Context: an optimization exercise on an open-source flow, tuned for small area. The choices shown serve that exercise and are no tape-out recipe. Function was checked by simulation only, so behaviour that the tests miss may differ from the original. Power figures rest on the tool's default switching activity, not on a simulated workload. The clock port is modelled as an ideal driver; clocking choices that lean on that would not hold on a real chip.

Design mtr_sinc3, start of the top module:
module mtr_sinc3 #(
    parameter NCH = 16,
    parameter W   = 28
) (
    input  wire             clk,
    input  wire             rst,        
    input  wire [1:0]       osr_sel,    
    input  wire             bit_en,     
    input  wire [NCH-1:0]   mi,         
    output reg              smp_valid,
    output wire [NCH*W-1:0] smp_data
);
Size: roughly 4600 cells after synthesis, about 470 I/O pins, roughly 0.052 mm^2 of cells after synthesis.
clock: 12.0 ns
lec_check: 0
abc_area: 1
cap_margin: 20
core_margin: 2
core_utilization: 72
place_density: 0.86
slew_margin: 20
standard.sh (not shown) runs the stock make flow with config.mk's settings and CLKGATE_MAP_FILE= SYNTH_SCRIPT=/design/flow/synth_recipe.tcl, a recipe that flattens the netlist after the stock synthesis.
==> flow/flow/run.sh <==
#!/bin/bash
# Layout flow: the standard ORFS flow (standard.sh, with the standard
# synthesis unchanged), with two changes: minimum-size port buffers, and a
# clock tree of clkbuf_16 buffers with larger sink clusters and no dummy
# loads. The make output goes to make_finish.log; ORFS keeps each step's own
# log under orfs/logs/.
set -euo pipefail
bash standard.sh \
  "BUFFER_PORTS_ARGS=-buffer_cell sky130_fd_sc_hd__buf_1" \
  "CTS_ARGS=-sink_clustering_enable -repair_clock_nets -dont_use_dummy_load -buf_list {sky130_fd_sc_hd__clkbuf_16} -sink_clustering_size 30 -sink_clustering_max_diameter 70" \
  finish > make_finish.log 2>&1
The starting point finished with timing, DRC and antenna clean.
Edit:
--- a/flow/flow/run.sh
+++ b/flow/flow/run.sh
@@ -10 +10 @@
-  "CTS_ARGS=-sink_clustering_enable -repair_clock_nets -dont_use_dummy_load -buf_list {sky130_fd_sc_hd__clkbuf_16} -sink_clustering_size 30 -sink_clustering_max_diameter 70" \
+  "CTS_ARGS=-sink_clustering_enable -repair_clock_nets -dont_use_dummy_load -buf_list {sky130_fd_sc_hd__clkbuf_16} -sink_clustering_size 24 -sink_clustering_max_diameter 80" \
CORE_UTILIZATION = 55   (was 72)
PLACE_DENSITY = 0.7   (was 0.86)
What happened: The new run passed the timing, DRC and antenna checks; clock power goes up by roughly a tenth; cell area goes up slightly; flip-flop and latch count stays the same; power goes up slightly; area after synthesis stays the same; wire length goes up by a few percent.

* * *

v55:
mtr_sinc3, a different RTL version from the one above (not shown whole).
Size: about 3,800 cells after synthesis.
export LEC_CHECK = 0
export CAP_MARGIN = 20
export CORE_MARGIN = 2
export CORE_UTILIZATION = 72
export GPL_TIMING_DRIVEN = 0
export PLACE_DENSITY = 0.86
export SLEW_MARGIN = 20
create_clock -name core_clock -period 12.0 [get_ports {clk}]
==> flow/flow/run.sh <==
#!/bin/bash
# Layout flow: the standard ORFS flow (standard.sh, with the standard
# synthesis unchanged), with three changes: minimum-size port buffers, the
# synthesis buffers removed at floorplan (the resizer adds back what the
# layout needs), and a clock tree of clkbuf_16 buffers with larger sink
# clusters and no dummy loads. The make output goes to make_finish.log; ORFS
# keeps each step's own log under orfs/logs/.
set -euo pipefail
bash standard.sh \
  "BUFFER_PORTS_ARGS=-buffer_cell sky130_fd_sc_hd__buf_1" \
  "CTS_ARGS=-sink_clustering_enable -repair_clock_nets -dont_use_dummy_load -buf_list {sky130_fd_sc_hd__clkbuf_16} -sink_clustering_size 30 -sink_clustering_max_diameter 70" \
  "REMOVE_ABC_BUFFERS=1" \
  finish > make_finish.log 2>&1
Changes in v58 relative to v55:
# v55
export LEC_CHECK = 0
export CAP_MARGIN = 20
export CORE_MARGIN = 2
export CORE_UTILIZATION = 72
export GPL_TIMING_DRIVEN = 0
export PLACE_DENSITY = 0.86
export SLEW_MARGIN = 20
create_clock -name core_clock -period 12.0 [get_ports {clk}]
# v58
export LEC_CHECK = 0
export CAP_MARGIN = 20
export CORE_MARGIN = 2
export CORE_UTILIZATION = 72
export PLACE_DENSITY = 0.86
export SLEW_MARGIN = 20
create_clock -name core_clock -period 12.0 [get_ports {clk}]
Findings:
Changes observed in v58 relative to v55: power -0.59%; final area fell by 2.0%; layout overhead on the synthesized area has decreased; multiplexer area fraction after synthesis comparable. Re clock network fraction of total power: v55 and v58 aren't equal, and the higher value belongs to v58. The clock-cell share of area of v55 and that of v58 are within noise of each other. [compare] base=v55 new=v58: final critical path time including I/O delays and setup down 140 ps; fmax up 1.0 MHz. The register fraction of the total cell area number comes out lower for v55 vs v58. The number of cells on the critical path in v58 was lower than what v55 gave. Routed wire length: v55 and v58 compared, higher one is v55.
For v17, these inputs were changed with respect to v58:
# v58
export LEC_CHECK = 0
export CAP_MARGIN = 20
export CORE_MARGIN = 2
export CORE_UTILIZATION = 72
export PLACE_DENSITY = 0.86
export SLEW_MARGIN = 20
create_clock -name core_clock -period 12.0 [get_ports {clk}]
# v17
export LEC_CHECK = 0
export CAP_MARGIN = 20
export CORE_MARGIN = 2
export CORE_UTILIZATION = 84
export PLACE_DENSITY = 0.94
export SLEW_MARGIN = 20
create_clock -name core_clock -period 12.0 [get_ports {clk}]
==> comparison <==
No run among v17 and v58 stopped early or left any final violation; all are clean.
v58 vs v17, top routing layer in use: met5 vs met4
[compare] base=v58 new=v17: end-of-flow core utilization went up, area of the core -9900 um2, least setup slack across all paths after layout shows a reduction of 130 ps.
What v42 does differently from v17 at the input level:
# v17
export LEC_CHECK = 0
export CAP_MARGIN = 20
export CORE_MARGIN = 2
export CORE_UTILIZATION = 84
export PLACE_DENSITY = 0.94
export SLEW_MARGIN = 20
create_clock -name core_clock -period 12.0 [get_ports {clk}]
# v42
export LEC_CHECK = 0
export CAP_MARGIN = 20
export CORE_MARGIN = 2
export CORE_UTILIZATION = 72
export PLACE_DENSITY = 0.86
export SLEW_MARGIN = 20
create_clock -name core_clock -period 12.0 [get_ports {clk}]
==> flow/flow/run.sh <==
#!/bin/bash
# Layout flow: the standard ORFS flow (standard.sh, with the standard
# synthesis unchanged), with two changes: minimum-size port buffers, and a
# clock tree of clkbuf_16 buffers with larger sink clusters and no dummy
# loads. The make output goes to make_finish.log; ORFS keeps each step's own
# log under orfs/logs/.
set -euo pipefail
bash standard.sh \
  "BUFFER_PORTS_ARGS=-buffer_cell sky130_fd_sc_hd__buf_1" \
  "CTS_ARGS=-sink_clustering_enable -repair_clock_nets -dont_use_dummy_load -buf_list {sky130_fd_sc_hd__clkbuf_16} -sink_clustering_size 30 -sink_clustering_max_diameter 70" \
  finish > make_finish.log 2>&1
- Count of final setup violators came out exactly the same in v42 and v17.
- Total wirelength of the detailed-routed design on v42 is down relative to v17.
- Relative to v17, global-route usage has gone down in v42.
- The cell area in v42 sits 0.63% above the value recorded for v17.
- Detailed-route wire length per cell: v42 vs v17 down 6.7%
- Going from v17 to v42, the total number of cells along the worst setup path was found to have gone down by 1.
- Die boundary height ended up about 8% higher on v42 than on v17.
- Between v17 and v42, the switching power does not differ in any meaningful way.
- A destination of the critical timing path of g_pair[0].c2[27]$_DFF_P_ is what v17 shows, while g_pair[4].c2[27]$_DFF_P_ belongs to v42.
- Global-route wire length before repair: v42 < v17
- Relative to v17, clock-buffer cell count increased by 1 in v42.

-- what the ideal ports hide --
How much do the figures lean on ideal ports? The routed layouts below were timed once more, with nothing changed but the port constraints.
Step 1, drivers: a clkbuf_16 drives clk and a buf_2 each remaining input, both assumed.
Step 2 also shifts input and output timing later by t, the mid clock arrival at the registers, as if the neighbouring blocks saw the same clock.
Three values: no drivers, after step 1, after step 2; two values: the first two.
run | shift t [ns] | setup WS [ns] | clock arrival spread, ns | pins driven straight from the clock port
the first run of note 1 | 0.726 | 0.350 / 0.350 / 0.350 | 0.054 / 0.054 | 1
the second run of note 1 | 0.701 | 0.394 / 0.394 / 0.394 | 0.064 / 0.064 | 1
v55 | 0.702 | 0.237 / 0.237 / 0.237 | 0.086 / 0.086 | 1
v58 | 0.711 | 0.379 / 0.379 / 0.379 | 0.072 / 0.072 | 1
v17 | 0.726 | 0.250 / 0.250 / 0.250 | 0.070 / 0.069 | 1
v42 | 0.710 | 0.438 / 0.438 / 0.438 | 0.070 / 0.069 | 1
After both steps setup and hold are still met in every run listed.
